What follows belongs to an exercise in optimizing a design on an open flow for small area, a short achievable clock period and few clock cycles per item; a production flow would make more cautious choices.
At most, simulation tests tie the RTL to the original design; equivalence was not proved.
For runs 1 and 3, only the layout was checked, not whether the RTL still works.

**flow/flow/run.sh**
```bash
#!/bin/bash
# The standard layout, except that the ports are buffered with the
# smallest buffer (sky130_fd_sc_hd__buf_1) instead of the delay cell
# buffer_ports picks by itself.  Synthesis is the standard one.
set -euo pipefail
bash standard.sh synth > synth.log 2>&1
bash standard.sh "BUFFER_PORTS_ARGS=-buffer_cell sky130_fd_sc_hd__buf_1" finish > layout.log 2>&1
```
**flow/standard.sh**
```bash
#!/bin/bash
# synth_recipe.tcl (not shown) runs the flow's synth.tcl, then flattens the netlist and writes it again
# the make line also repeats each setting of config.mk as NAME=value (left out here)
make -C /OpenROAD-flow-scripts/flow DESIGN_CONFIG=/design/flow/config.mk WORK_HOME=/design/flow/orfs CLKGATE_MAP_FILE= SYNTH_SCRIPT=/design/flow/synth_recipe.tcl "${@:-finish}"
```
**flow/config.mk**
```make
export PLATFORM = sky130hd
export DESIGN_NAME = qg_spread_quant
export DESIGN_NICKNAME = qg_spread_quant
export VERILOG_FILES = /design/flow/design.v
export SDC_FILE = /design/flow/constraint.sdc
export NUM_CORES = 4
export LEC_CHECK = 0
export ABC_AREA = 1
export CAP_MARGIN = 20
export CORE_MARGIN = 2
export CORE_UTILIZATION = 40
export CTS_CLUSTER_DIAMETER = 100
export CTS_CLUSTER_SIZE = 22
export PLACE_DENSITY = 0.6
export SLEW_MARGIN = 20
```
**flow/constraint.sdc**
```tcl
create_clock -name core_clock -period 36.0 [get_ports {clk}]
set_input_delay 7.2000 -clock core_clock [delete_from_list [all_inputs] [get_ports {clk}]]
set_output_delay 7.2000 -clock core_clock [all_outputs]
set_load 0.01 [all_outputs]
```
**flow/design.v**
```verilog
module qg_spread_quant (
    input  wire         clk,
    input  wire         rst,
    input  wire         in_valid,
    output wire         in_ready,
    input  wire         in_first,    
    input  wire         in_blank,    
    input  wire         in_dots,     
    input  wire         in_grey3,    
    input  wire [16:0]  in_share,    
    input  wire [15:0]  in_gain,     
    input  wire [2:0]   in_lev,      
    input  wire [127:0] in_vol,      
    output reg          out_valid,
    output reg  [2:0]   out_lev,
    output reg          out_clip
);
    assign in_ready = 1'b1;
    reg         s1_valid;
    reg         s1_first, s1_blank, s1_dots, s1_grey3;
    reg [16:0]  s1_share;
    reg [15:0]  s1_ngain;    
    reg [2:0]   s1_lev;
    reg [111:0] s1_vol;
    always @(posedge clk) begin
        s1_valid <= in_valid && !rst;
        s1_first <= in_first;
        s1_blank <= in_blank;
        s1_dots  <= in_dots;
        s1_grey3 <= in_grey3;
        s1_share <= in_share;
        s1_ngain <= ~(in_dots ? 16'h4000 : in_gain);
        s1_lev   <= in_lev;
        s1_vol   <= in_vol[127:16];
    end
    genvar gi;
    wire [18:-1] bs = {2'b00, s1_share, 1'b0};     
    wire [15:0]  bg = ~s1_ngain;
    wire [32:0] mul_a, mul_b;
    wire bn0 = bs[1];
    wire b10 = bs[0] ^ 1'b0;
    wire b20 = (bs[1] & ~bs[0] & ~1'b0) | (~bs[1] & bs[0] & 1'b0);
    wire bp0_0 = ((b10 & bg[0]) | (b20 & 1'b0)) ^ bn0;
    wire bp0_1 = ((b10 & bg[1]) | (b20 & bg[0])) ^ bn0;
    wire bp0_2 = ((b10 & bg[2]) | (b20 & bg[1])) ^ bn0;
    wire bp0_3 = ((b10 & bg[3]) | (b20 & bg[2])) ^ bn0;
    wire bp0_4 = ((b10 & bg[4]) | (b20 & bg[3])) ^ bn0;
    wire bp0_5 = ((b10 & bg[5]) | (b20 & bg[4])) ^ bn0;
    wire bp0_6 = ((b10 & bg[6]) | (b20 & bg[5])) ^ bn0;
    wire bp0_7 = ((b10 & bg[7]) | (b20 & bg[6])) ^ bn0;
    wire bp0_8 = ((b10 & bg[8]) | (b20 & bg[7])) ^ bn0;
    wire bp0_9 = ((b10 & bg[9]) | (b20 & bg[8])) ^ bn0;
    wire bp0_10 = ((b10 & bg[10]) | (b20 & bg[9])) ^ bn0;
    wire bp0_11 = ((b10 & bg[11]) | (b20 & bg[10])) ^ bn0;
    wire bp0_12 = ((b10 & bg[12]) | (b20 & bg[11])) ^ bn0;
    wire bp0_13 = ((b10 & bg[13]) | (b20 & bg[12])) ^ bn0;
    wire bp0_14 = ((b10 & bg[14]) | (b20 & bg[13])) ^ bn0;
    wire bp0_15 = ((b10 & bg[15]) | (b20 & bg[14])) ^ bn0;
    wire bp0_16 = ((b10 & 1'b0) | (b20 & bg[15])) ^ bn0;
    wire bn1 = bs[3];
    wire b11 = bs[2] ^ bs[1];
    wire b21 = (bs[3] & ~bs[2] & ~bs[1]) | (~bs[3] & bs[2] & bs[1]);
    wire bp1_0 = ((b11 & bg[0]) | (b21 & 1'b0)) ^ bn1;
    wire bp1_1 = ((b11 & bg[1]) | (b21 & bg[0])) ^ bn1;
    wire bp1_2 = ((b11 & bg[2]) | (b21 & bg[1])) ^ bn1;
    wire bp1_3 = ((b11 & bg[3]) | (b21 & bg[2])) ^ bn1;
    wire bp1_4 = ((b11 & bg[4]) | (b21 & bg[3])) ^ bn1;
    wire bp1_5 = ((b11 & bg[5]) | (b21 & bg[4])) ^ bn1;
    wire bp1_6 = ((b11 & bg[6]) | (b21 & bg[5])) ^ bn1;
    wire bp1_7 = ((b11 & bg[7]) | (b21 & bg[6])) ^ bn1;
    wire bp1_8 = ((b11 & bg[8]) | (b21 & bg[7])) ^ bn1;
    wire bp1_9 = ((b11 & bg[9]) | (b21 & bg[8])) ^ bn1;
    wire bp1_10 = ((b11 & bg[10]) | (b21 & bg[9])) ^ bn1;
    wire bp1_11 = ((b11 & bg[11]) | (b21 & bg[10])) ^ bn1;
    wire bp1_12 = ((b11 & bg[12]) | (b21 & bg[11])) ^ bn1;
    wire bp1_13 = ((b11 & bg[13]) | (b21 & bg[12])) ^ bn1;
    wire bp1_14 = ((b11 & bg[14]) | (b21 & bg[13])) ^ bn1;
    wire bp1_15 = ((b11 & bg[15]) | (b21 & bg[14])) ^ bn1;
    wire bp1_16 = ((b11 & 1'b0) | (b21 & bg[15])) ^ bn1;
    wire bn2 = bs[5];
    wire b12 = bs[4] ^ bs[3];
    wire b22 = (bs[5] & ~bs[4] & ~bs[3]) | (~bs[5] & bs[4] & bs[3]);
    wire bp2_0 = ((b12 & bg[0]) | (b22 & 1'b0)) ^ bn2;
    wire bp2_1 = ((b12 & bg[1]) | (b22 & bg[0])) ^ bn2;
    wire bp2_2 = ((b12 & bg[2]) | (b22 & bg[1])) ^ bn2;
    wire bp2_3 = ((b12 & bg[3]) | (b22 & bg[2])) ^ bn2;
    wire bp2_4 = ((b12 & bg[4]) | (b22 & bg[3])) ^ bn2;
    wire bp2_5 = ((b12 & bg[5]) | (b22 & bg[4])) ^ bn2;
    wire bp2_6 = ((b12 & bg[6]) | (b22 & bg[5])) ^ bn2;
    wire bp2_7 = ((b12 & bg[7]) | (b22 & bg[6])) ^ bn2;
    wire bp2_8 = ((b12 & bg[8]) | (b22 & bg[7])) ^ bn2;
    wire bp2_9 = ((b12 & bg[9]) | (b22 & bg[8])) ^ bn2;
    wire bp2_10 = ((b12 & bg[10]) | (b22 & bg[9])) ^ bn2;
    wire bp2_11 = ((b12 & bg[11]) | (b22 & bg[10])) ^ bn2;
    wire bp2_12 = ((b12 & bg[12]) | (b22 & bg[11])) ^ bn2;
    wire bp2_13 = ((b12 & bg[13]) | (b22 & bg[12])) ^ bn2;
    wire bp2_14 = ((b12 & bg[14]) | (b22 & bg[13])) ^ bn2;
    wire bp2_15 = ((b12 & bg[15]) | (b22 & bg[14])) ^ bn2;
    wire bp2_16 = ((b12 & 1'b0) | (b22 & bg[15])) ^ bn2;
    wire bn3 = bs[7];
    wire b13 = bs[6] ^ bs[5];
    wire b23 = (bs[7] & ~bs[6] & ~bs[5]) | (~bs[7] & bs[6] & bs[5]);
    wire bp3_0 = ((b13 & bg[0]) | (b23 & 1'b0)) ^ bn3;
    wire bp3_1 = ((b13 & bg[1]) | (b23 & bg[0])) ^ bn3;
    wire bp3_2 = ((b13 & bg[2]) | (b23 & bg[1])) ^ bn3;
    wire bp3_3 = ((b13 & bg[3]) | (b23 & bg[2])) ^ bn3;
    wire bp3_4 = ((b13 & bg[4]) | (b23 & bg[3])) ^ bn3;
    wire bp3_5 = ((b13 & bg[5]) | (b23 & bg[4])) ^ bn3;
    wire bp3_6 = ((b13 & bg[6]) | (b23 & bg[5])) ^ bn3;
    wire bp3_7 = ((b13 & bg[7]) | (b23 & bg[6])) ^ bn3;
    wire bp3_8 = ((b13 & bg[8]) | (b23 & bg[7])) ^ bn3;
    wire bp3_9 = ((b13 & bg[9]) | (b23 & bg[8])) ^ bn3;
    wire bp3_10 = ((b13 & bg[10]) | (b23 & bg[9])) ^ bn3;
    wire bp3_11 = ((b13 & bg[11]) | (b23 & bg[10])) ^ bn3;
    wire bp3_12 = ((b13 & bg[12]) | (b23 & bg[11])) ^ bn3;
    wire bp3_13 = ((b13 & bg[13]) | (b23 & bg[12])) ^ bn3;
    wire bp3_14 = ((b13 & bg[14]) | (b23 & bg[13])) ^ bn3;
    wire bp3_15 = ((b13 & bg[15]) | (b23 & bg[14])) ^ bn3;
    wire bp3_16 = ((b13 & 1'b0) | (b23 & bg[15])) ^ bn3;
    wire bn4 = bs[9];
    wire b14 = bs[8] ^ bs[7];
    wire b24 = (bs[9] & ~bs[8] & ~bs[7]) | (~bs[9] & bs[8] & bs[7]);
    wire bp4_0 = ((b14 & bg[0]) | (b24 & 1'b0)) ^ bn4;
    wire bp4_1 = ((b14 & bg[1]) | (b24 & bg[0])) ^ bn4;
    wire bp4_2 = ((b14 & bg[2]) | (b24 & bg[1])) ^ bn4;
    wire bp4_3 = ((b14 & bg[3]) | (b24 & bg[2])) ^ bn4;
    wire bp4_4 = ((b14 & bg[4]) | (b24 & bg[3])) ^ bn4;
    wire bp4_5 = ((b14 & bg[5]) | (b24 & bg[4])) ^ bn4;
    wire bp4_6 = ((b14 & bg[6]) | (b24 & bg[5])) ^ bn4;
    wire bp4_7 = ((b14 & bg[7]) | (b24 & bg[6])) ^ bn4;
    wire bp4_8 = ((b14 & bg[8]) | (b24 & bg[7])) ^ bn4;
    wire bp4_9 = ((b14 & bg[9]) | (b24 & bg[8])) ^ bn4;
    wire bp4_10 = ((b14 & bg[10]) | (b24 & bg[9])) ^ bn4;
    wire bp4_11 = ((b14 & bg[11]) | (b24 & bg[10])) ^ bn4;
    wire bp4_12 = ((b14 & bg[12]) | (b24 & bg[11])) ^ bn4;
    wire bp4_13 = ((b14 & bg[13]) | (b24 & bg[12])) ^ bn4;
    wire bp4_14 = ((b14 & bg[14]) | (b24 & bg[13])) ^ bn4;
    wire bp4_15 = ((b14 & bg[15]) | (b24 & bg[14])) ^ bn4;
    wire bp4_16 = ((b14 & 1'b0) | (b24 & bg[15])) ^ bn4;
    wire bn5 = bs[11];
    wire b15 = bs[10] ^ bs[9];
    wire b25 = (bs[11] & ~bs[10] & ~bs[9]) | (~bs[11] & bs[10] & bs[9]);
    wire bp5_0 = ((b15 & bg[0]) | (b25 & 1'b0)) ^ bn5;
    wire bp5_1 = ((b15 & bg[1]) | (b25 & bg[0])) ^ bn5;
    wire bp5_2 = ((b15 & bg[2]) | (b25 & bg[1])) ^ bn5;
    wire bp5_3 = ((b15 & bg[3]) | (b25 & bg[2])) ^ bn5;
    wire bp5_4 = ((b15 & bg[4]) | (b25 & bg[3])) ^ bn5;
    wire bp5_5 = ((b15 & bg[5]) | (b25 & bg[4])) ^ bn5;
    wire bp5_6 = ((b15 & bg[6]) | (b25 & bg[5])) ^ bn5;
    wire bp5_7 = ((b15 & bg[7]) | (b25 & bg[6])) ^ bn5;
    wire bp5_8 = ((b15 & bg[8]) | (b25 & bg[7])) ^ bn5;
    wire bp5_9 = ((b15 & bg[9]) | (b25 & bg[8])) ^ bn5;
    wire bp5_10 = ((b15 & bg[10]) | (b25 & bg[9])) ^ bn5;
    wire bp5_11 = ((b15 & bg[11]) | (b25 & bg[10])) ^ bn5;
    wire bp5_12 = ((b15 & bg[12]) | (b25 & bg[11])) ^ bn5;
    wire bp5_13 = ((b15 & bg[13]) | (b25 & bg[12])) ^ bn5;
    wire bp5_14 = ((b15 & bg[14]) | (b25 & bg[13])) ^ bn5;
    wire bp5_15 = ((b15 & bg[15]) | (b25 & bg[14])) ^ bn5;
    wire bp5_16 = ((b15 & 1'b0) | (b25 & bg[15])) ^ bn5;
    wire bn6 = bs[13];
    wire b16 = bs[12] ^ bs[11];
    wire b26 = (bs[13] & ~bs[12] & ~bs[11]) | (~bs[13] & bs[12] & bs[11]);
    wire bp6_0 = ((b16 & bg[0]) | (b26 & 1'b0)) ^ bn6;
    wire bp6_1 = ((b16 & bg[1]) | (b26 & bg[0])) ^ bn6;
    wire bp6_2 = ((b16 & bg[2]) | (b26 & bg[1])) ^ bn6;
    wire bp6_3 = ((b16 & bg[3]) | (b26 & bg[2])) ^ bn6;
    wire bp6_4 = ((b16 & bg[4]) | (b26 & bg[3])) ^ bn6;
    wire bp6_5 = ((b16 & bg[5]) | (b26 & bg[4])) ^ bn6;
    wire bp6_6 = ((b16 & bg[6]) | (b26 & bg[5])) ^ bn6;
    wire bp6_7 = ((b16 & bg[7]) | (b26 & bg[6])) ^ bn6;
    wire bp6_8 = ((b16 & bg[8]) | (b26 & bg[7])) ^ bn6;
    wire bp6_9 = ((b16 & bg[9]) | (b26 & bg[8])) ^ bn6;
    wire bp6_10 = ((b16 & bg[10]) | (b26 & bg[9])) ^ bn6;
    wire bp6_11 = ((b16 & bg[11]) | (b26 & bg[10])) ^ bn6;
    wire bp6_12 = ((b16 & bg[12]) | (b26 & bg[11])) ^ bn6;
    wire bp6_13 = ((b16 & bg[13]) | (b26 & bg[12])) ^ bn6;
    wire bp6_14 = ((b16 & bg[14]) | (b26 & bg[13])) ^ bn6;
    wire bp6_15 = ((b16 & bg[15]) | (b26 & bg[14])) ^ bn6;
    wire bp6_16 = ((b16 & 1'b0) | (b26 & bg[15])) ^ bn6;
    wire bn7 = bs[15];
    wire b17 = bs[14] ^ bs[13];
    wire b27 = (bs[15] & ~bs[14] & ~bs[13]) | (~bs[15] & bs[14] & bs[13]);
    wire bp7_0 = ((b17 & bg[0]) | (b27 & 1'b0)) ^ bn7;
    wire bp7_1 = ((b17 & bg[1]) | (b27 & bg[0])) ^ bn7;
    wire bp7_2 = ((b17 & bg[2]) | (b27 & bg[1])) ^ bn7;
    wire bp7_3 = ((b17 & bg[3]) | (b27 & bg[2])) ^ bn7;
    wire bp7_4 = ((b17 & bg[4]) | (b27 & bg[3])) ^ bn7;
    wire bp7_5 = ((b17 & bg[5]) | (b27 & bg[4])) ^ bn7;
    wire bp7_6 = ((b17 & bg[6]) | (b27 & bg[5])) ^ bn7;
    wire bp7_7 = ((b17 & bg[7]) | (b27 & bg[6])) ^ bn7;
    wire bp7_8 = ((b17 & bg[8]) | (b27 & bg[7])) ^ bn7;
    wire bp7_9 = ((b17 & bg[9]) | (b27 & bg[8])) ^ bn7;
    wire bp7_10 = ((b17 & bg[10]) | (b27 & bg[9])) ^ bn7;
    wire bp7_11 = ((b17 & bg[11]) | (b27 & bg[10])) ^ bn7;
    wire bp7_12 = ((b17 & bg[12]) | (b27 & bg[11])) ^ bn7;
    wire bp7_13 = ((b17 & bg[13]) | (b27 & bg[12])) ^ bn7;
    wire bp7_14 = ((b17 & bg[14]) | (b27 & bg[13])) ^ bn7;
    wire bp7_15 = ((b17 & bg[15]) | (b27 & bg[14])) ^ bn7;
    wire bp7_16 = ((b17 & 1'b0) | (b27 & bg[15])) ^ bn7;
    wire bn8 = bs[17];
    wire b18 = bs[16] ^ bs[15];
    wire b28 = (bs[17] & ~bs[16] & ~bs[15]) | (~bs[17] & bs[16] & bs[15]);
    wire bp8_0 = ((b18 & bg[0]) | (b28 & 1'b0)) ^ bn8;
    wire bp8_1 = ((b18 & bg[1]) | (b28 & bg[0])) ^ bn8;
    wire bp8_2 = ((b18 & bg[2]) | (b28 & bg[1])) ^ bn8;
    wire bp8_3 = ((b18 & bg[3]) | (b28 & bg[2])) ^ bn8;
    wire bp8_4 = ((b18 & bg[4]) | (b28 & bg[3])) ^ bn8;
    wire bp8_5 = ((b18 & bg[5]) | (b28 & bg[4])) ^ bn8;
    wire bp8_6 = ((b18 & bg[6]) | (b28 & bg[5])) ^ bn8;
    wire bp8_7 = ((b18 & bg[7]) | (b28 & bg[6])) ^ bn8;
    wire bp8_8 = ((b18 & bg[8]) | (b28 & bg[7])) ^ bn8;
    wire bp8_9 = ((b18 & bg[9]) | (b28 & bg[8])) ^ bn8;
    wire bp8_10 = ((b18 & bg[10]) | (b28 & bg[9])) ^ bn8;
    wire bp8_11 = ((b18 & bg[11]) | (b28 & bg[10])) ^ bn8;
    wire bp8_12 = ((b18 & bg[12]) | (b28 & bg[11])) ^ bn8;
    wire bp8_13 = ((b18 & bg[13]) | (b28 & bg[12])) ^ bn8;
    wire bp8_14 = ((b18 & bg[14]) | (b28 & bg[13])) ^ bn8;
    wire bp8_15 = ((b18 & bg[15]) | (b28 & bg[14])) ^ bn8;
    wire bp8_16 = ((b18 & 1'b0) | (b28 & bg[15])) ^ bn8;
    wire s1 = bp0_16 ^ bp1_14;
    wire c2 = bp0_16 & bp1_14;
    wire s3 = ~bn0 ^ bp1_15 ^ bp2_13;
    wire c4 = (~bn0 & bp1_15) | (~bn0 & bp2_13) | (bp1_15 & bp2_13);
    wire s5 = bp1_16 ^ bp2_14;
    wire c6 = bp1_16 & bp2_14;
    wire s7 = bp0_10 ^ bp1_8;
    wire c8 = bp0_10 & bp1_8;
    wire s9 = bp0_11 ^ bp1_9;
    wire c10 = bp0_11 & bp1_9;
    wire s11 = bp0_12 ^ bp1_10 ^ bp2_8;
    wire c12 = (bp0_12 & bp1_10) | (bp0_12 & bp2_8) | (bp1_10 & bp2_8);
    wire s13 = bp3_6 ^ bp4_4;
    wire c14 = bp3_6 & bp4_4;
    wire s15 = bp0_13 ^ bp1_11 ^ bp2_9;
    wire c16 = (bp0_13 & bp1_11) | (bp0_13 & bp2_9) | (bp1_11 & bp2_9);
    wire s17 = bp3_7 ^ bp4_5 ^ bp5_3;
    wire c18 = (bp3_7 & bp4_5) | (bp3_7 & bp5_3) | (bp4_5 & bp5_3);
    wire s19 = bp0_14 ^ bp1_12 ^ bp2_10;
    wire c20 = (bp0_14 & bp1_12) | (bp0_14 & bp2_10) | (bp1_12 & bp2_10);
    wire s21 = bp3_8 ^ bp4_6 ^ bp5_4;
    wire c22 = (bp3_8 & bp4_6) | (bp3_8 & bp5_4) | (bp4_6 & bp5_4);
    wire s23 = bp6_2 ^ bp7_0;
    wire c24 = bp6_2 & bp7_0;
    wire s25 = bp0_15 ^ bp1_13 ^ bp2_11;
    wire c26 = (bp0_15 & bp1_13) | (bp0_15 & bp2_11) | (bp1_13 & bp2_11);
    wire s27 = bp3_9 ^ bp4_7 ^ bp5_5;
    wire c28 = (bp3_9 & bp4_7) | (bp3_9 & bp5_5) | (bp4_7 & bp5_5);
    wire s29 = bp6_3 ^ bp7_1;
    wire c30 = bp6_3 & bp7_1;
    wire s31 = s1 ^ bp2_12 ^ bp3_10;
    wire c32 = (s1 & bp2_12) | (s1 & bp3_10) | (bp2_12 & bp3_10);
    wire s33 = bp4_8 ^ bp5_6 ^ bp6_4;
    wire c34 = (bp4_8 & bp5_6) | (bp4_8 & bp6_4) | (bp5_6 & bp6_4);
    wire s35 = bp7_2 ^ bp8_0 ^ bn8;
    wire c36 = (bp7_2 & bp8_0) | (bp7_2 & bn8) | (bp8_0 & bn8);
    wire s37 = c2 ^ s3 ^ bp3_11;
    wire c38 = (c2 & s3) | (c2 & bp3_11) | (s3 & bp3_11);
    wire s39 = bp4_9 ^ bp5_7 ^ bp6_5;
    wire c40 = (bp4_9 & bp5_7) | (bp4_9 & bp6_5) | (bp5_7 & bp6_5);
    wire s41 = bp7_3 ^ bp8_1 ^ 1'b1;
    wire c42 = (bp7_3 & bp8_1) | (bp7_3 & 1'b1) | (bp8_1 & 1'b1);
    wire s43 = c4 ^ s5 ^ bp3_12;
    wire c44 = (c4 & s5) | (c4 & bp3_12) | (s5 & bp3_12);
    wire s45 = bp4_10 ^ bp5_8 ^ bp6_6;
    wire c46 = (bp4_10 & bp5_8) | (bp4_10 & bp6_6) | (bp5_8 & bp6_6);
    wire s47 = bp7_4 ^ bp8_2 ^ 1'b1;
    wire c48 = (bp7_4 & bp8_2) | (bp7_4 & 1'b1) | (bp8_2 & 1'b1);
    wire s49 = c6 ^ ~bn1 ^ bp2_15;
    wire c50 = (c6 & ~bn1) | (c6 & bp2_15) | (~bn1 & bp2_15);
    wire s51 = bp3_13 ^ bp4_11 ^ bp5_9;
    wire c52 = (bp3_13 & bp4_11) | (bp3_13 & bp5_9) | (bp4_11 & bp5_9);
    wire s53 = bp6_7 ^ bp7_5 ^ bp8_3;
    wire c54 = (bp6_7 & bp7_5) | (bp6_7 & bp8_3) | (bp7_5 & bp8_3);
    wire s55 = bp2_16 ^ bp3_14 ^ bp4_12;
    wire c56 = (bp2_16 & bp3_14) | (bp2_16 & bp4_12) | (bp3_14 & bp4_12);
    wire s57 = bp5_10 ^ bp6_8 ^ bp7_6;
    wire c58 = (bp5_10 & bp6_8) | (bp5_10 & bp7_6) | (bp6_8 & bp7_6);
    wire s59 = bp8_4 ^ 1'b1;
    wire c60 = bp8_4 & 1'b1;
    wire s61 = ~bn2 ^ bp3_15 ^ bp4_13;
    wire c62 = (~bn2 & bp3_15) | (~bn2 & bp4_13) | (bp3_15 & bp4_13);
    wire s63 = bp5_11 ^ bp6_9 ^ bp7_7;
    wire c64 = (bp5_11 & bp6_9) | (bp5_11 & bp7_7) | (bp6_9 & bp7_7);
    wire s65 = bp3_16 ^ bp4_14 ^ bp5_12;
    wire c66 = (bp3_16 & bp4_14) | (bp3_16 & bp5_12) | (bp4_14 & bp5_12);
    wire s67 = bp6_10 ^ bp7_8;
    wire c68 = bp6_10 & bp7_8;
    wire s69 = ~bn3 ^ bp4_15 ^ bp5_13;
    wire c70 = (~bn3 & bp4_15) | (~bn3 & bp5_13) | (bp4_15 & bp5_13);
    wire s71 = bp4_16 ^ bp5_14;
    wire c72 = bp4_16 & bp5_14;
    wire s73 = bp0_6 ^ bp1_4;
    wire c74 = bp0_6 & bp1_4;
    wire s75 = bp0_7 ^ bp1_5;
    wire c76 = bp0_7 & bp1_5;
    wire s77 = bp0_8 ^ bp1_6 ^ bp2_4;
    wire c78 = (bp0_8 & bp1_6) | (bp0_8 & bp2_4) | (bp1_6 & bp2_4);
    wire s79 = bp3_2 ^ bp4_0;
    wire c80 = bp3_2 & bp4_0;
    wire s81 = bp0_9 ^ bp1_7 ^ bp2_5;
    wire c82 = (bp0_9 & bp1_7) | (bp0_9 & bp2_5) | (bp1_7 & bp2_5);
    wire s83 = bp3_3 ^ bp4_1;
    wire c84 = bp3_3 & bp4_1;
    wire s85 = s7 ^ bp2_6 ^ bp3_4;
    wire c86 = (s7 & bp2_6) | (s7 & bp3_4) | (bp2_6 & bp3_4);
    wire s87 = bp4_2 ^ bp5_0 ^ bn5;
    wire c88 = (bp4_2 & bp5_0) | (bp4_2 & bn5) | (bp5_0 & bn5);
    wire s89 = c8 ^ s9 ^ bp2_7;
    wire c90 = (c8 & s9) | (c8 & bp2_7) | (s9 & bp2_7);
    wire s91 = bp3_5 ^ bp4_3 ^ bp5_1;
    wire c92 = (bp3_5 & bp4_3) | (bp3_5 & bp5_1) | (bp4_3 & bp5_1);
    wire s93 = c10 ^ s11 ^ s13;
    wire c94 = (c10 & s11) | (c10 & s13) | (s11 & s13);
    wire s95 = bp5_2 ^ bp6_0 ^ bn6;
    wire c96 = (bp5_2 & bp6_0) | (bp5_2 & bn6) | (bp6_0 & bn6);
    wire s97 = c12 ^ c14 ^ s15;
    wire c98 = (c12 & c14) | (c12 & s15) | (c14 & s15);
    wire s99 = s17 ^ bp6_1 ^ 1'b1;
    wire c100 = (s17 & bp6_1) | (s17 & 1'b1) | (bp6_1 & 1'b1);
    wire s101 = c16 ^ c18 ^ s19;
    wire c102 = (c16 & c18) | (c16 & s19) | (c18 & s19);
    wire s103 = s21 ^ s23 ^ bn7;
    wire c104 = (s21 & s23) | (s21 & bn7) | (s23 & bn7);
    wire s105 = c20 ^ c22 ^ c24;
    wire c106 = (c20 & c22) | (c20 & c24) | (c22 & c24);
    wire s107 = s25 ^ s27 ^ s29;
    wire c108 = (s25 & s27) | (s25 & s29) | (s27 & s29);
    wire s109 = c26 ^ c28 ^ c30;
    wire c110 = (c26 & c28) | (c26 & c30) | (c28 & c30);
    wire s111 = s31 ^ s33 ^ s35;
    wire c112 = (s31 & s33) | (s31 & s35) | (s33 & s35);
    wire s113 = c32 ^ c34 ^ c36;
    wire c114 = (c32 & c34) | (c32 & c36) | (c34 & c36);
    wire s115 = s37 ^ s39 ^ s41;
    wire c116 = (s37 & s39) | (s37 & s41) | (s39 & s41);
    wire s117 = c38 ^ c40 ^ c42;
    wire c118 = (c38 & c40) | (c38 & c42) | (c40 & c42);
    wire s119 = s43 ^ s45 ^ s47;
    wire c120 = (s43 & s45) | (s43 & s47) | (s45 & s47);
    wire s121 = c44 ^ c46 ^ c48;
    wire c122 = (c44 & c46) | (c44 & c48) | (c46 & c48);
    wire s123 = s49 ^ s51 ^ s53;
    wire c124 = (s49 & s51) | (s49 & s53) | (s51 & s53);
    wire s125 = c50 ^ c52 ^ c54;
    wire c126 = (c50 & c52) | (c50 & c54) | (c52 & c54);
    wire s127 = s55 ^ s57 ^ s59;
    wire c128 = (s55 & s57) | (s55 & s59) | (s57 & s59);
    wire s129 = c56 ^ c58 ^ c60;
    wire c130 = (c56 & c58) | (c56 & c60) | (c58 & c60);
    wire s131 = s61 ^ s63 ^ bp8_5;
    wire c132 = (s61 & s63) | (s61 & bp8_5) | (s63 & bp8_5);
    wire s133 = c62 ^ c64 ^ s65;
    wire c134 = (c62 & c64) | (c62 & s65) | (c64 & s65);
    wire s135 = s67 ^ bp8_6 ^ 1'b1;
    wire c136 = (s67 & bp8_6) | (s67 & 1'b1) | (bp8_6 & 1'b1);
    wire s137 = c66 ^ c68 ^ s69;
    wire c138 = (c66 & c68) | (c66 & s69) | (c68 & s69);
    wire s139 = bp6_11 ^ bp7_9 ^ bp8_7;
    wire c140 = (bp6_11 & bp7_9) | (bp6_11 & bp8_7) | (bp7_9 & bp8_7);
    wire s141 = c70 ^ s71 ^ bp6_12;
    wire c142 = (c70 & s71) | (c70 & bp6_12) | (s71 & bp6_12);
    wire s143 = bp7_10 ^ bp8_8 ^ 1'b1;
    wire c144 = (bp7_10 & bp8_8) | (bp7_10 & 1'b1) | (bp8_8 & 1'b1);
    wire s145 = c72 ^ ~bn4 ^ bp5_15;
    wire c146 = (c72 & ~bn4) | (c72 & bp5_15) | (~bn4 & bp5_15);
    wire s147 = bp6_13 ^ bp7_11 ^ bp8_9;
    wire c148 = (bp6_13 & bp7_11) | (bp6_13 & bp8_9) | (bp7_11 & bp8_9);
    wire s149 = bp5_16 ^ bp6_14 ^ bp7_12;
    wire c150 = (bp5_16 & bp6_14) | (bp5_16 & bp7_12) | (bp6_14 & bp7_12);
    wire s151 = bp8_10 ^ 1'b1;
    wire c152 = bp8_10 & 1'b1;
    wire s153 = ~bn5 ^ bp6_15 ^ bp7_13;
    wire c154 = (~bn5 & bp6_15) | (~bn5 & bp7_13) | (bp6_15 & bp7_13);
    wire s155 = bp6_16 ^ bp7_14;
    wire c156 = bp6_16 & bp7_14;
    wire s157 = bp0_4 ^ bp1_2;
    wire c158 = bp0_4 & bp1_2;
    wire s159 = bp0_5 ^ bp1_3;
    wire c160 = bp0_5 & bp1_3;
    wire s161 = s73 ^ bp2_2 ^ bp3_0;
    wire c162 = (s73 & bp2_2) | (s73 & bp3_0) | (bp2_2 & bp3_0);
    wire s163 = c74 ^ s75 ^ bp2_3;
    wire c164 = (c74 & s75) | (c74 & bp2_3) | (s75 & bp2_3);
    wire s165 = c76 ^ s77 ^ s79;
    wire c166 = (c76 & s77) | (c76 & s79) | (s77 & s79);
    wire s167 = c78 ^ c80 ^ s81;
    wire c168 = (c78 & c80) | (c78 & s81) | (c80 & s81);
    wire s169 = c82 ^ c84 ^ s85;
    wire c170 = (c82 & c84) | (c82 & s85) | (c84 & s85);
    wire s171 = c86 ^ c88 ^ s89;
    wire c172 = (c86 & c88) | (c86 & s89) | (c88 & s89);
    wire s173 = c90 ^ c92 ^ s93;
    wire c174 = (c90 & c92) | (c90 & s93) | (c92 & s93);
    wire s175 = c94 ^ c96 ^ s97;
    wire c176 = (c94 & c96) | (c94 & s97) | (c96 & s97);
    wire s177 = c98 ^ c100 ^ s101;
    wire c178 = (c98 & c100) | (c98 & s101) | (c100 & s101);
    wire s179 = c102 ^ c104 ^ s105;
    wire c180 = (c102 & c104) | (c102 & s105) | (c104 & s105);
    wire s181 = c106 ^ c108 ^ s109;
    wire c182 = (c106 & c108) | (c106 & s109) | (c108 & s109);
    wire s183 = c110 ^ c112 ^ s113;
    wire c184 = (c110 & c112) | (c110 & s113) | (c112 & s113);
    wire s185 = c114 ^ c116 ^ s117;
    wire c186 = (c114 & c116) | (c114 & s117) | (c116 & s117);
    wire s187 = c118 ^ c120 ^ s121;
    wire c188 = (c118 & c120) | (c118 & s121) | (c120 & s121);
    wire s189 = c122 ^ c124 ^ s125;
    wire c190 = (c122 & c124) | (c122 & s125) | (c124 & s125);
    wire s191 = c126 ^ c128 ^ s129;
    wire c192 = (c126 & c128) | (c126 & s129) | (c128 & s129);
    wire s193 = c130 ^ c132 ^ s133;
    wire c194 = (c130 & c132) | (c130 & s133) | (c132 & s133);
    wire s195 = c134 ^ c136 ^ s137;
    wire c196 = (c134 & c136) | (c134 & s137) | (c136 & s137);
    wire s197 = c138 ^ c140 ^ s141;
    wire c198 = (c138 & c140) | (c138 & s141) | (c140 & s141);
    wire s199 = c142 ^ c144 ^ s145;
    wire c200 = (c142 & c144) | (c142 & s145) | (c144 & s145);
    wire s201 = c146 ^ c148 ^ s149;
    wire c202 = (c146 & c148) | (c146 & s149) | (c148 & s149);
    wire s203 = c150 ^ c152 ^ s153;
    wire c204 = (c150 & c152) | (c150 & s153) | (c152 & s153);
    wire s205 = c154 ^ s155 ^ bp8_12;
    wire c206 = (c154 & s155) | (c154 & bp8_12) | (s155 & bp8_12);
    wire s207 = c156 ^ ~bn6 ^ bp7_15;
    wire c208 = (c156 & ~bn6) | (c156 & bp7_15) | (~bn6 & bp7_15);
    wire s209 = bp7_16 ^ bp8_14;
    wire c210 = bp7_16 & bp8_14;
    wire s211 = bp0_2 ^ bp1_0;
    wire c212 = bp0_2 & bp1_0;
    wire s213 = bp0_3 ^ bp1_1;
    wire c214 = bp0_3 & bp1_1;
    wire s215 = s157 ^ bp2_0 ^ bn2;
    wire c216 = (s157 & bp2_0) | (s157 & bn2) | (bp2_0 & bn2);
    wire s217 = c158 ^ s159 ^ bp2_1;
    wire c218 = (c158 & s159) | (c158 & bp2_1) | (s159 & bp2_1);
    wire s219 = c160 ^ s161 ^ bn3;
    wire c220 = (c160 & s161) | (c160 & bn3) | (s161 & bn3);
    wire s221 = c162 ^ s163 ^ bp3_1;
    wire c222 = (c162 & s163) | (c162 & bp3_1) | (s163 & bp3_1);
    wire s223 = c164 ^ s165 ^ bn4;
    wire c224 = (c164 & s165) | (c164 & bn4) | (s165 & bn4);
    wire s225 = c166 ^ s167 ^ s83;
    wire c226 = (c166 & s167) | (c166 & s83) | (s167 & s83);
    wire s227 = c168 ^ s169 ^ s87;
    wire c228 = (c168 & s169) | (c168 & s87) | (s169 & s87);
    wire s229 = c170 ^ s171 ^ s91;
    wire c230 = (c170 & s171) | (c170 & s91) | (s171 & s91);
    wire s231 = c172 ^ s173 ^ s95;
    wire c232 = (c172 & s173) | (c172 & s95) | (s173 & s95);
    wire s233 = c174 ^ s175 ^ s99;
    wire c234 = (c174 & s175) | (c174 & s99) | (s175 & s99);
    wire s235 = c176 ^ s177 ^ s103;
    wire c236 = (c176 & s177) | (c176 & s103) | (s177 & s103);
    wire s237 = c178 ^ s179 ^ s107;
    wire c238 = (c178 & s179) | (c178 & s107) | (s179 & s107);
    wire s239 = c180 ^ s181 ^ s111;
    wire c240 = (c180 & s181) | (c180 & s111) | (s181 & s111);
    wire s241 = c182 ^ s183 ^ s115;
    wire c242 = (c182 & s183) | (c182 & s115) | (s183 & s115);
    wire s243 = c184 ^ s185 ^ s119;
    wire c244 = (c184 & s185) | (c184 & s119) | (s185 & s119);
    wire s245 = c186 ^ s187 ^ s123;
    wire c246 = (c186 & s187) | (c186 & s123) | (s187 & s123);
    wire s247 = c188 ^ s189 ^ s127;
    wire c248 = (c188 & s189) | (c188 & s127) | (s189 & s127);
    wire s249 = c190 ^ s191 ^ s131;
    wire c250 = (c190 & s191) | (c190 & s131) | (s191 & s131);
    wire s251 = c192 ^ s193 ^ s135;
    wire c252 = (c192 & s193) | (c192 & s135) | (s193 & s135);
    wire s253 = c194 ^ s195 ^ s139;
    wire c254 = (c194 & s195) | (c194 & s139) | (s195 & s139);
    wire s255 = c196 ^ s197 ^ s143;
    wire c256 = (c196 & s197) | (c196 & s143) | (s197 & s143);
    wire s257 = c198 ^ s199 ^ s147;
    wire c258 = (c198 & s199) | (c198 & s147) | (s199 & s147);
    wire s259 = c200 ^ s201 ^ s151;
    wire c260 = (c200 & s201) | (c200 & s151) | (s201 & s151);
    wire s261 = c202 ^ s203 ^ bp8_11;
    wire c262 = (c202 & s203) | (c202 & bp8_11) | (s203 & bp8_11);
    wire s263 = c204 ^ s205 ^ 1'b1;
    wire c264 = (c204 & s205) | (c204 & 1'b1) | (s205 & 1'b1);
    wire s265 = c206 ^ s207 ^ bp8_13;
    wire c266 = (c206 & s207) | (c206 & bp8_13) | (s207 & bp8_13);
    wire s267 = c208 ^ s209 ^ 1'b1;
    wire c268 = (c208 & s209) | (c208 & 1'b1) | (s209 & 1'b1);
    wire s269 = c210 ^ ~bn7 ^ bp8_15;
    wire c270 = (c210 & ~bn7) | (c210 & bp8_15) | (~bn7 & bp8_15);
    wire s271 = bp8_16 ^ 1'b1;
    wire c272 = bp8_16 & 1'b1;
    assign mul_a = {c270, c268, c266, c264, c262, c260, c258, c256, c254, c252, c250, c248, c246, c244, c242, c240, c238, c236, c234, c232, c230, c228, c226, c224, c222, c220, c218, c216, c214, c212, s211, bp0_1, bp0_0};
    assign mul_b = {s271, s269, s267, s265, s263, s261, s259, s257, s255, s253, s251, s249, s247, s245, s243, s241, s239, s237, s235, s233, s231, s229, s227, s225, s223, s221, s219, s217, s215, s213, bn1, 1'b0, bn0};
    function carry13(input [12:0] x, input [12:0] y);
        integer k;
        reg c;
        begin
            c = 1'b0;
            for (k = 0; k < 13; k = k + 1)
                c = (x[k] & y[k]) | (x[k] & c) | (y[k] & c);
            carry13 = c;
        end
    endfunction
    wire [32:13] prod = mul_a[32:13] + mul_b[32:13] + carry13(mul_a[12:0], mul_b[12:0]);
    wire        sat  = !s1_dots && (|prod[32:30]);
    wire [15:0] v1 [0:7];                        
    assign v1[0] = 16'd0;
    generate
        for (gi = 1; gi < 8; gi = gi + 1) begin : g_v1
            assign v1[gi] = s1_vol[16*gi-16 +: 16];
        end
    endgenerate
    wire [16:0] a    = sat ? 17'h0ffff : prod[30:14];
    reg         s2_valid;
    reg         s2_blank, s2_grey3;
    reg [16:0]  s2_a;
    reg [15:0]  s2_own;
    reg [111:0] s2_vol;
    always @(posedge clk) begin
        s2_valid <= s1_valid && !rst;
        s2_blank <= s1_blank;
        s2_grey3 <= s1_grey3;
        s2_a     <= a;
        s2_own   <= v1[s1_lev];
        s2_vol   <= s1_vol;
    end
    wire [15:0] v [0:8];
    assign v[0] = 16'd0;
    assign v[8] = 16'd0;
    generate
        for (gi = 1; gi < 8; gi = gi + 1) begin : g_v2
            assign v[gi] = s2_vol[16*gi-16 +: 16];
        end
    endgenerate
    reg  [15:0] c_want;
    reg  [15:0] c_nvol;      
    wire [18:0] w_p  = {3'd0, s2_own};
    wire [18:0] w_q  = {2'd0, s2_a};
    wire [18:0] w_v  = {3'b111, c_nvol};
    wire [18:0] w_s1 = w_p ^ w_q ^ w_v;
    wire [18:0] w_c1 = (w_p & w_q) | (w_p & w_v) | (w_q & w_v);
    wire [18:0] w_r  = {w_c1[17:0], 1'b1};
    wire [18:0] w_u  = {3'd0, c_want};
    wire [18:0] w_s2 = w_s1 ^ w_r ^ w_u;
    wire [18:0] w_c2 = (w_s1 & w_r) | (w_s1 & w_u) | (w_r & w_u);
    wire [18:0] want = w_s2 + {w_c2[17:0], 1'b0};
    wire        neg  = want[18];
    wire        big  = !neg && (|want[17:16]);
    function carry19(input [18:0] x, input [18:0] y, input ci);
        integer k;
        reg c;
        begin
            c = ci;
            for (k = 0; k < 19; k = k + 1)
                c = (x[k] & y[k]) | (x[k] & c) | (y[k] & c);
            carry19 = c;
        end
    endfunction
    wire [19:0] nw2 = ~{want, 1'b0};
    wire [7:1]  up;
    generate
        for (gi = 1; gi < 8; gi = gi + 1) begin : g_up
            wire [19:0] y = {4'd0, v[gi-1]};
            wire [19:0] z = {4'd0, v[gi]};
            wire [19:0] s = nw2 ^ y ^ z;
            wire [19:0] c = (nw2 & y) | (nw2 & z) | (y & z);
            wire        t = s[19] ^ c[18] ^ carry19(s[18:0], {c[17:0], 1'b0}, 1'b1);
            assign up[gi] = (gi < 4 || s2_grey3) && t && (v[gi] != v[gi-1]);
        end
    endgenerate
    wire [7:0] at_b;
    assign at_b[7] = up[7];
    assign at_b[6] = up[6] && !up[7];
    assign at_b[5] = up[5] && !(|up[7:6]);
    assign at_b[4] = up[4] && !(|up[7:5]);
    assign at_b[3] = up[3] && !(|up[7:4]);
    assign at_b[2] = up[2] && !(|up[7:3]);
    assign at_b[1] = up[1] && !(|up[7:2]);
    assign at_b[0] = !(|up[7:1]);
    wire [2:0] best = {at_b[7] | at_b[6] | at_b[5] | at_b[4],
                       at_b[7] | at_b[6] | at_b[3] | at_b[2],
                       at_b[7] | at_b[5] | at_b[3] | at_b[1]};
    reg [15:0] v_sel;
    integer l;
    always @(*) begin
        v_sel = 16'd0;
        for (l = 1; l < 8; l = l + 1)
            v_sel = v_sel | ({16{at_b[l]}} & v[l]);
    end
    wire [15:0] v_top = s2_grey3 ? v[7] : v[3];
    wire        clip  = !neg && (big || !carry19({3'd0, v_top}, {3'b111, nw2[16:1]}, 1'b1));
    wire        zero  = clip || neg;
    always @(posedge clk) begin
        out_valid <= s2_valid && !rst;
        if (s1_valid && s1_first) begin
            c_want <= 16'd0;
            c_nvol <= 16'hffff;
        end else if (s2_valid && !s2_blank) begin
            c_want <= zero ? 16'd0 : want[15:0];
            c_nvol <= zero ? 16'hffff : ~v_sel;
        end
        out_lev  <= s2_blank ? 3'd0 : best;
        out_clip <= !s2_blank && clip;
    end
endmodule
```
==> results of run 1 <==
[worst max-delay path by stage]
stage	cells past startpoint	slack [ns]	end	start
final	1	27.69	out_lev[0]	out_lev[0]
after global routing	37	27.64	s2_a[1]	s1_share[1]
after CTS	1	27.65	out_lev[0]	out_lev[0]
after detailed placement	3	27.96	s1_ngain[5]	in_dots
after global placement	3	28.02	s1_ngain[5]	in_dots
after floorplan	3	28.24	s1_ngain[10]	in_dots
[metal layers]
metal	vias up	wire length [um]
met1	9278	28800
met5	-	0
met4	0	2390
met2	585	35300
li1	9181	-
met3	143	3400
[registers in the layout, indices dropped and copies added, names as in the netlist, 3 cells and up]
name / count
out_lev: 3
c_want: 16
s2_vol: 112
s1_ngain: 16
s1_vol: 112
s2_a: 17
s1_share: 17
s1_lev: 3
s2_own: 16
c_nvol: 16
[cell usage after synthesis, drive strengths merged, types with 2 or more instances]
cell and number:
inv 484, nand2 457, dfxtp 338, fa 222
ha 177, nor2 170, o22ai 169, xor2 148
nand3 141, a21oi 107, o21ai 83, clkbuf 64
buf 42, a22oi 41, nand4 29, nor4 29
or2 20, xnor2 15, nor3 12, a221oi 11
mux2i 7, a22o 5, clkinv 5, a41oi 4
o21bai 4, a211oi 3, a31oi 3, o211ai 3
o22a 3, a21o 2, maj3 2, o2111ai 2
o31ai 2
[metrics by stage]
step	utilization	cells
2_1_floorplan	-	2812
3_3_place_gp	0.425	3658
3_5_place_dp	0.425	3658
4_1_cts	0.439	3697
5_1_grt	0.439	3698
6_report	0.439	3698
[layout make-up]
cell class	count	area (um2)	share of cell area
Clock buffer	25	626	0.0242
Timing Repair Buffer	180	762	0.0294
Multi-Input combinational cell	1879	14700	0.569
Sequential cell	338	6770	0.261
Inverter	489	1840	0.0710
Tap cell	773	967	0.0374
Clock inverter	14	191	0.00740
[kinds of logic (layout without fill, tap and decap cells)]
family | count (synthesis) | count (layout) | synth area share
and+or+nand+nor | 860 | 860 | 0.158
buffers and inverters | 595 | 708 | 0.0982
AOI/OAI and AO/OA | 447 | 447 | 0.115
adders and majority gates | 401 | 401 | 0.281
DFF | 338 | 338 | 0.284
xor gates and xnor gates | 163 | 163 | 0.0611
muxes | 7 | 7 | 0.00295
other | 1 | 1 | 0.000158
==> notes.md, run 1 <==
* Status: timing/DRC/antenna clean
* Iteration-0 DRC Markers at 1347
* Synthesized Nets at between 3000 and 4000
* Worst Clk Skew at about 0.036 ns
* Worst EP arrival at between 1 and 1.5 ns
* Die ar. at 0.0614 mm2
* Area after DPL at around 0.025 mm2
* Hold WS at about 0.31 ns
* Core area at between 0.05 and 0.06 mm2
* DRC at 0
* Critical path fanouts, max at 1
* Io pins at ~180
* Filler Cell Count at a little under 6000
* FF+latch count, synth at roughly 340
* Cell variety after synth at just over 60
* Area grow syn2layout at 8.83%
* Period utilisation layout at 0.231
* Drt total wl at 69800 um
* Met1 usage at 0.280
* Setup Fix Bufs, Post-CTS at 0
* Setup TNS at 0 ns
* Initial antenna violation count at 2
* Final setup viols at 0
* FF-to-FF End: s2_a[1]
* Share of layout cells above drive strength 1 at 0.0393
* Most used routing layer: met2
* Slowest-stage cell, CP: dfxtp_1
* CP peak stage delay at 0.32 ns
* Hold Path Class: flop to flop
* CTS tree: done
* Final Slew Violations at 0
* Final Instance Area at around 0.026 mm2
* Hold Startpoint: s1_blank
* WHS Path Cells at 0
* Top-area cell type share of the netlist area at 0.284
* Main flop type after synthesis: dfxtp_1
* R2r setup slk at about 28 ns
* Post-placement setup slack at approximately 28 ns
* H-tree Lvls at 1
* Gp weighted congestion at 0.949
* Root Buffer: clkbuf_16
* Hold_buf cts at 0
* Largest net degree at the start of global routing at 47
* Commonest non-fill, non-tap cell in the layout: inv_1
* PostCTS Resize Cnt at 0
* Core Rows at 89
* Seq/Total Area, Yosys at 0.284
* Grt ovf at 0
* Number of buffers added on ports at 159
* Final nets at around 3500
* Post-synth EDFFs at 0
* Hold-critical path endpoint: s2_blank
* Worst Max-Slew Pin Slew at 1.16 ns
* Initial Util at 0.404
* Drt wl/cell at roughly 19 um
* Worst reg2reg path startpoint: s1_share[1]
* Worst skew pair latency at ~0.61 ns
* GRT met2 Usage at 0.414
* Cell Area, Synth at around 0.024 mm2
* Die height at between 200 and 250 um
* Max Buffers Root-to-Sink at 3
* Setup crit end kind: output port
* RSZ-0062 raised after global routing: no
* Worst slew margin at 0.222
* Most frequent cells in the layout: inv_1, nand2_1, dfxtp_1
* Max Freq at 120 MHz
* Vias in the first global route at roughly 20000
* Critical path required time at 28.80 ns
* Grt met3 use at 0.0224
* Fin. Hold Viols at 0
* N_diodes at 0
* First-pass GRT wire length at 109000 um
* Total CTS buffers at 25
* Mean post-synth cell area at approximately 8.5 um2
* TritonCTS Sinks at ~340
* Reg2reg path depth at 32
* Async set-reset flop share out of synthesis at 0
* CP bufs+invs at 1
* Crit Path Category: flop to output port
* Clock slew at reported path FFs at about 0.090 ns
* First-pass detailed-route iteration total at 6
* Final worst slack at 27.69 ns
* Post-Syn Instances at 2812
* Cell taking the most area after synthesis: dfxtp_1
* DR vias at between 15000 and 20000
* Crit path cell chain: buf_1
* Max cap viols at 0
* Crit path max-delay family: flip-flops
* Worst setup SP type: flop
* Fin crit period at about 8.3 ns
* Syn. warnings at 1
* Via density at roughly 5.2
* Final ANT Viol Nets at 0
* HPWL reported at the end of detailed placement at ~54000 um
* Die width at 248 um
* Area contributors post-synth: dfxtp_1, fa_1, ha_1, inv_1, nand2_1
* Tot GR Track Use at 0.228
==> inputs of run 2 (changes only) <==
--- a/flow/design.v
+++ b/flow/design.v
@@ -565,7 +565,7 @@
             wire [19:0] s = nw2 ^ y ^ z;
             wire [19:0] c = (nw2 & y) | (nw2 & z) | (y & z);
             wire        t = s[19] ^ c[18] ^ carry19(s[18:0], {c[17:0], 1'b0}, 1'b1);
-            assign up[gi] = (gi < 4 || s2_grey3) && t && (v[gi] != v[gi-1]);
+            assign up[gi] = (gi < 4 || s2_grey3) && t && carry19({3'd0, v[gi]}, {3'b111, ~v[gi-1]}, 1'b0);
         end
     endgenerate
     wire [7:0] at_b;
==> notes.md, run 2 <==
* Hold WS at about 0.33 ns
* Worst Clk Skew at between 0.03 and 0.04 ns
* Worst skew pair latency at between 0.5 and 0.6 ns
* Main flop type after synthesis: dfxtp_1
* PostCTS Resize Cnt at 0
* Final nets at between 3000 and 4000
* Filler Cell Count at 6021
* Post-placement setup slack at around 28 ns
* Setup Fix Bufs, Post-CTS at 0
* First-pass GRT wire length at around 110000 um
* Area grow syn2layout at 8.45%
* Status: timing/DRC/antenna clean
* Synth cell count leaders: inv_1, nand2_1, dfxtp_1
* Post-synth EDFFs at 0
* R2r setup slk at between 20 and 30 ns
* N_diodes at 0
* First-pass detailed-route iteration total at 5
* Async set-reset flop share out of synthesis at 0
* Cell Area, Synth at between 0.02 and 0.025 mm2
* HPWL reported at the end of detailed placement at 51500 um
* Fin. Hold Viols at 0
* Crit path max-delay family: flip-flops
* Seq/Total Area, Yosys at 0.284
* Largest family of logic cells by synthesized area: adder cells
* Finished Layout Cells at roughly 3900
* Total CTS buffers at 23
* Initial antenna violation count at 0
* Area occupied by multi-input gates at around 0.014 mm2
* Grt ovf at 0
* Worst reg2reg path startpoint: s1_share[1]
* Via density at around 5.1
* Final setup viols at 0
* RSZ-0062 raised after global routing: no
* FF-to-FF End: s2_a[15]
* Worst Max-Slew Pin Slew at approximately 0.99 ns
* Hold Path Class: flop to flop
* Compound-cell area share of the yosys netlist at 0.139
* Iteration-0 DRC Markers at about 1300
* Hold Startpoint: s1_grey3
* Period utilisation layout at 0.229
* Cells after DPL at between 3000 and 4000
* Cell variety after synth at just under 60
* Hold_buf cts at 0
* Io pins at between 150 and 200
* Clock slew at reported path FFs at 0.08 ns
* Vias in the first global route at approximately 20000
* Die height at roughly 250 um
* TritonCTS Sinks at approximately 340
* Final Slew Violations at 0
* Largest registers: s1_vol x112, s2_vol x112
* Worst setup SP type: flop
* Hold-critical path endpoint: s2_grey3
* Die ar. at about 0.061 mm2
* Syn. warnings at 1
* H-tree Lvls at 1
* Tot GR Track Use at 0.219
* Slowest-stage cell, CP: dfxtp_1
* Root Buffer: clkbuf_16
* Core area at roughly 0.059 mm2
* Adder-cell share of the synthesized area at 0.231
* Final ANT Viol Nets at 0
* DR vias at between 15000 and 20000
* Largest net degree at the start of global routing at 52
* Stages on worst setup path at 1
* Crit Path Category: flop to output port
* Cell taking the most area after synthesis: dfxtp_1
* Post-Synth XOR/XNOR Area at 0.0597
* Mux cell area share after synthesis at 0
* Simple-Gate Fraction of Synth Area at 0.170
* Worst slew margin at 0.334
* Max cap viols at 0
* Setup crit end kind: output port
* Max Freq at 121 MHz
* CTS tree: done
* Critical path required time at 28.80 ns
* Synthesized Nets at 3468
* Number of buffers added on ports at between 150 and 200
* Core Rows at between 80 and 90
* Reg2reg path depth at 26
* Die width at 248 um
* Gp weighted congestion at ~0.91
* Share of layout cells above drive strength 1 at 0.0365
* Area contributors post-synth: dfxtp_1, fa_1, inv_1, nand2_1, o22ai_1
* Initial Util at 0.404
* Top-count cell post-synth: inv_1
* Critical path fanouts, max at 1
* Most frequent cells in the layout: inv_1, nand2_1, dfxtp_1
* Final worst slack at around 28 ns
* Post-Syn Instances at between 2000 and 3000
* CP peak stage delay at 0.32 ns
* Setup TNS at 0 ns
* Drt total wl at 66500 um
* Max Buffers Root-to-Sink at 3
* Commonest non-fill, non-tap cell in the layout: inv_1
* Top-area cell type share of the netlist area at 0.284
* Final Core Density at 0.438
* Worst EP arrival at between 1 and 1.5 ns
* Mean post-synth cell area at 7.94 um2
* CP bufs+invs at 1
* FF+latch count, synth at 338
* WHS Path Cells at 0
* FF/Latch Area at 0.00677 mm2
* Fin crit period at approximately 8.2 ns
* DRC at 0
* Crit path cell chain: buf_1
* Drt wl/cell at approximately 17 um
==> run 2: cell count changes after synthesis, sizes merged, moves of 5 or more <==
| cell | delta |
|---|---|
| nor2 | -25 |
| ha | -96 |
| a22o | +12 |
| nor4 | -25 |
| clkbuf | +7 |
| mux2i | -7 |
| o22ai | +74 |
| o21ai | -14 |
| o21bai | +5 |
| nand2 | +118 |
| a22oi | +11 |
| nand4 | +16 |
| inv | +117 |
==> run 2: final cells by class <==
| class | instances | area share |
|---|---|---|
| clock buffer | 25 | 0.0226 |
| clock inverter | 10 | 0.00548 |
| inverter | 604 | 0.0880 |
| multi-input combinational | 1943 | 0.555 |
| sequential | 338 | 0.262 |
| tap | 773 | 0.0375 |
| timing repair buffer | 180 | 0.0292 |
==> run 2: per-layer routing <==
layer  GRT usage  vias to the layer above  share of wire
met5           0                        -              0
met4      0.0576                        0          0.026
met3      0.0251                      106          0.058
met2       0.375                      597           0.48
met1       0.291                     9240           0.44
li1            -                     9740              -
==> run 2: cell families (layout without fill, tap and decap cells) <==
family	count (synthesis)	after routing
compound gates	529	529
xor+xnor	160	160
fa+ha+maj	306	306
buf+inv	713	819
flops	338	338
other cells	1	1
simple gates	947	947
==> run 2: stage by stage <==
stage / instance area (um2)
6_report: 25800
2_1_floorplan: 23800
4_1_cts: 25800
3_5_place_dp: 25100
5_1_grt: 25800
3_3_place_gp: 25100
==> run 2: worst max-delay path by stage <==
stage                     startpoint  slack [ns]           end
after CTS                 out_lev[0]       27.71    out_lev[0]
after global routing      out_lev[0]       27.68    out_lev[0]
after floorplan              in_dots       28.24  s1_ngain[10]
final                     out_lev[0]       27.75    out_lev[0]
after global placement       in_dots       28.05  s1_ngain[10]
after detailed placement     in_dots       28.04  s1_ngain[10]
Testbench counts of run 2, summed over its fixed seeds: cycles 40,016, items 40,000.
==> inputs of run 3 (changes only) <==
--- a/flow/design.v
+++ b/flow/design.v
@@ -503,25 +503,18 @@
     endfunction
     wire [32:13] prod = mul_a[32:13] + mul_b[32:13] + carry13(mul_a[12:0], mul_b[12:0]);
     wire        sat  = !s1_dots && (|prod[32:30]);
-    wire [15:0] v1 [0:7];                        
-    assign v1[0] = 16'd0;
-    generate
-        for (gi = 1; gi < 8; gi = gi + 1) begin : g_v1
-            assign v1[gi] = s1_vol[16*gi-16 +: 16];
-        end
-    endgenerate
     wire [16:0] a    = sat ? 17'h0ffff : prod[30:14];
     reg         s2_valid;
     reg         s2_blank, s2_grey3;
     reg [16:0]  s2_a;
-    reg [15:0]  s2_own;
+    reg [2:0]   s2_lev;
     reg [111:0] s2_vol;
     always @(posedge clk) begin
         s2_valid <= s1_valid && !rst;
         s2_blank <= s1_blank;
         s2_grey3 <= s1_grey3;
         s2_a     <= a;
-        s2_own   <= v1[s1_lev];
+        s2_lev   <= s1_lev;
         s2_vol   <= s1_vol;
     end
     wire [15:0] v [0:8];
@@ -534,7 +527,7 @@
     endgenerate
     reg  [15:0] c_want;
     reg  [15:0] c_nvol;      
-    wire [18:0] w_p  = {3'd0, s2_own};
+    wire [18:0] w_p  = {3'd0, v[s2_lev]};               
     wire [18:0] w_q  = {2'd0, s2_a};
     wire [18:0] w_v  = {3'b111, c_nvol};
     wire [18:0] w_s1 = w_p ^ w_q ^ w_v;
==> notes.md, run 3 <==
* Status: timing/DRC/antenna clean
* Via density at between 5 and 6
* HPWL reported at the end of detailed placement at about 52000 um
* Most frequent cells in the layout: inv_1, nand2_1, dfxtp_1
* Clock slew at reported path FFs at 0.09 ns
* Core area at around 0.059 mm2
* DR vias at 19811
* PostCTS Resize Cnt at 0
* Top-area cell type share of the netlist area at 0.275
* CP peak stage delay at 0.86 ns
* Slowest-stage cell, CP: nor3_1
* Final Slew Violations at 0
* FF-to-FF End: c_nvol[14]
* Hold_buf cts at 0
* Main flop type after synthesis: dfxtp_1
* Final ANT Viol Nets at 0
* Seq/Total Area, Yosys at 0.275
* Critical path fanouts, max at 35
* Synth cell count leaders: inv_1, nand2_1, dfxtp_1
* Crit Path Category: flop to flop
* Largest net degree at the start of global routing at 38
* Die width at approximately 250 um
* Final nets at between 3000 and 4000
* FF+latch count, synth at ~330
* R2r setup slk at approximately 27 ns
* CTS tree: done
* Tot GR Track Use at 0.219
* Total CTS buffers at 23
* Worst reg2reg path startpoint: s2_lev[0]
* Critical Path End: c_nvol[14]
* Post-synth EDFFs at 0
* Vias in the first global route at 19552
* Share of layout cells above drive strength 1 at 0.0296
* First-pass GRT wire length at 105000 um
* Filler Cell Count at ~6000
* First-pass detailed-route iteration total at 5
* Reg2reg path depth at 35
* Io pins at 177
* Setup Fix Bufs, Post-CTS at 0
* Fin crit period at roughly 9.0 ns
* Initial Util at 0.403
* RSZ-0062 raised after global routing: no
* Area contributors post-synth: dfxtp_1, fa_1, inv_1, nand2_1, o22ai_1
* N_diodes at 0
* TritonCTS Sinks at about 330
* Commonest non-fill, non-tap cell in the layout: inv_1
* Root Buffer: clkbuf_16
* Max cap viols at 0
* H-tree Lvls at 1
* Final setup viols at 0
* Mean post-synth cell area at 7.87 um2
* Largest registers: s1_vol x112, s2_vol x112
* Worst Max-Slew Pin Slew at around 1.1 ns
* Gp weighted congestion at between 0.9 and 1
* Grt ovf at 0
* Max Buffers Root-to-Sink at 3
* Top-count cell post-synth: inv_1
* Worst EP arrival at approximately 9.5 ns
* Setup TNS at 0 ns
* Worst setup SP type: flop
* Async set-reset flop share out of synthesis at 0
* Iteration-0 DRC Markers at 1517
* Drt total wl at around 66000 um
* Syn. warnings at 1
* Setup crit end kind: flop
* Cell Area, Synth at 0.0236 mm2
* Synthesized Nets at ~3500
* Fin. Hold Viols at 0
* Initial antenna violation count at 0
* Drt wl/cell at roughly 17 um
* Cell taking the most area after synthesis: dfxtp_1
* Crit. Startpoint: s2_lev[0]
* Post-Syn Instances at roughly 3000
* Finished Layout Cells at about 3900
* Core Rows at 89
* Cells after DPL at approximately 3800
* DRC at 0
* Area grow syn2layout at 8.47%
* Max Freq at between 100 and 150 MHz
* Period utilisation layout at 0.250
* Critical path required time at ~36 ns
* Worst Clk Skew at around 0.017 ns
* Die height at between 200 and 250 um
* Cell variety after synth at 56
* Worst slew margin at 0.245
* Number of buffers added on ports at 159
* Worst skew pair latency at approximately 0.59 ns
* Die ar. at slightly above 0.06 mm2
* Hold Path Class: flop to flop
run 3: through the flow:
step / cell area, um2 / utilization / hold slack [ns] / setup WS (ns)
after global placement: 24900 / 0.424 / 0.310 / 27.21
final: 25700 / 0.437 / 0.322 / 27.02
after floorplan: 23600 / - / 0.310 / 28.24
after CTS: 25700 / 0.437 / 0.309 / 27.16
after global routing: 25700 / 0.437 / 0.308 / 26.50
after detailed placement: 24900 / 0.424 / 0.312 / 27.19
run 3: cell type report:
| class | instances | area [um2] | share of cell area |
|---|---|---|---|
| multi-input cells | 1901 | 14200 | 0.552 |
| repair buffers | 172 | 694 | 0.0271 |
| clock inverters | 12 | 213 | 0.00829 |
| flip-flops and latches | 325 | 6510 | 0.254 |
| well taps | 773 | 967 | 0.0377 |
| clock buffers | 23 | 576 | 0.0224 |
| inverters | 677 | 2540 | 0.0991 |
run 3: layer usage:
metal  share of wire  track usage  wire length, um
met5               0            0                0
met3           0.057       0.0218             3790
met2            0.47        0.372            31300
met1            0.45        0.296            29600
met4           0.025       0.0583             1680
run 3: worst max-delay path, delay by kind of cell (launching register included):
kind	cells	cell delay [ns]
xor+xnor	1	0.40
flops	1	0.39
buf+inv	5	1.11
fa+ha+maj	5	2.24
compound gates	8	1.46
simple gates	16	3.21
run 3: cell families after synthesis:
kind of cell / synth area share
simple gates: 0.155
buf+inv: 0.126
compound gates: 0.151
flops: 0.275
fa+ha+maj: 0.232
xor+xnor: 0.0604
other cells: 0.000159
run 3: worst min-delay path by stage:
stage | start | cells past startpoint | end | slack [ns]
4_1_cts | s1_vol[4] | 0 | s2_vol[4] | 0.31
3_3_place_gp | s1_vol[72] | 0 | s2_vol[72] | 0.31
2_1_floorplan | s1_blank | 0 | s2_blank | 0.31
3_5_place_dp | s1_vol[109] | 0 | s2_vol[109] | 0.31
5_1_grt | s1_vol[4] | 0 | s2_vol[4] | 0.31
6_report | s1_vol[1] | 0 | s2_vol[1] | 0.32

-- static timing again, ports no longer ideal --
No port has a modelled driver above. Below, the same layouts with a new extraction and two added sets of constraints. Step 1, drivers: a clkbuf_16 drives clk and a buf_2 each remaining input, both assumed. Step 2 adds t to the input delays and takes it off the output delays; t is the mean of the earliest and latest rising clock arrival at the registers after step 1. Input paths then give back, and output paths get back, about the clock's delay inside the block. a / b / c = no drivers / after step 1 / after step 2; a / b = the first two.
run	t, ns	setup WS [ns]	worst slew at a driven data input, ns	cell pins on the clock port's net
run 1	0.646	27.689 / 27.632 / 28.024	0.05	1
run 2	0.635	27.752 / 27.690 / 28.073	0.04	1
run 3	0.643	27.018 / 27.018 / 27.018	0.05	1
After both steps setup and hold are still met in every run listed.
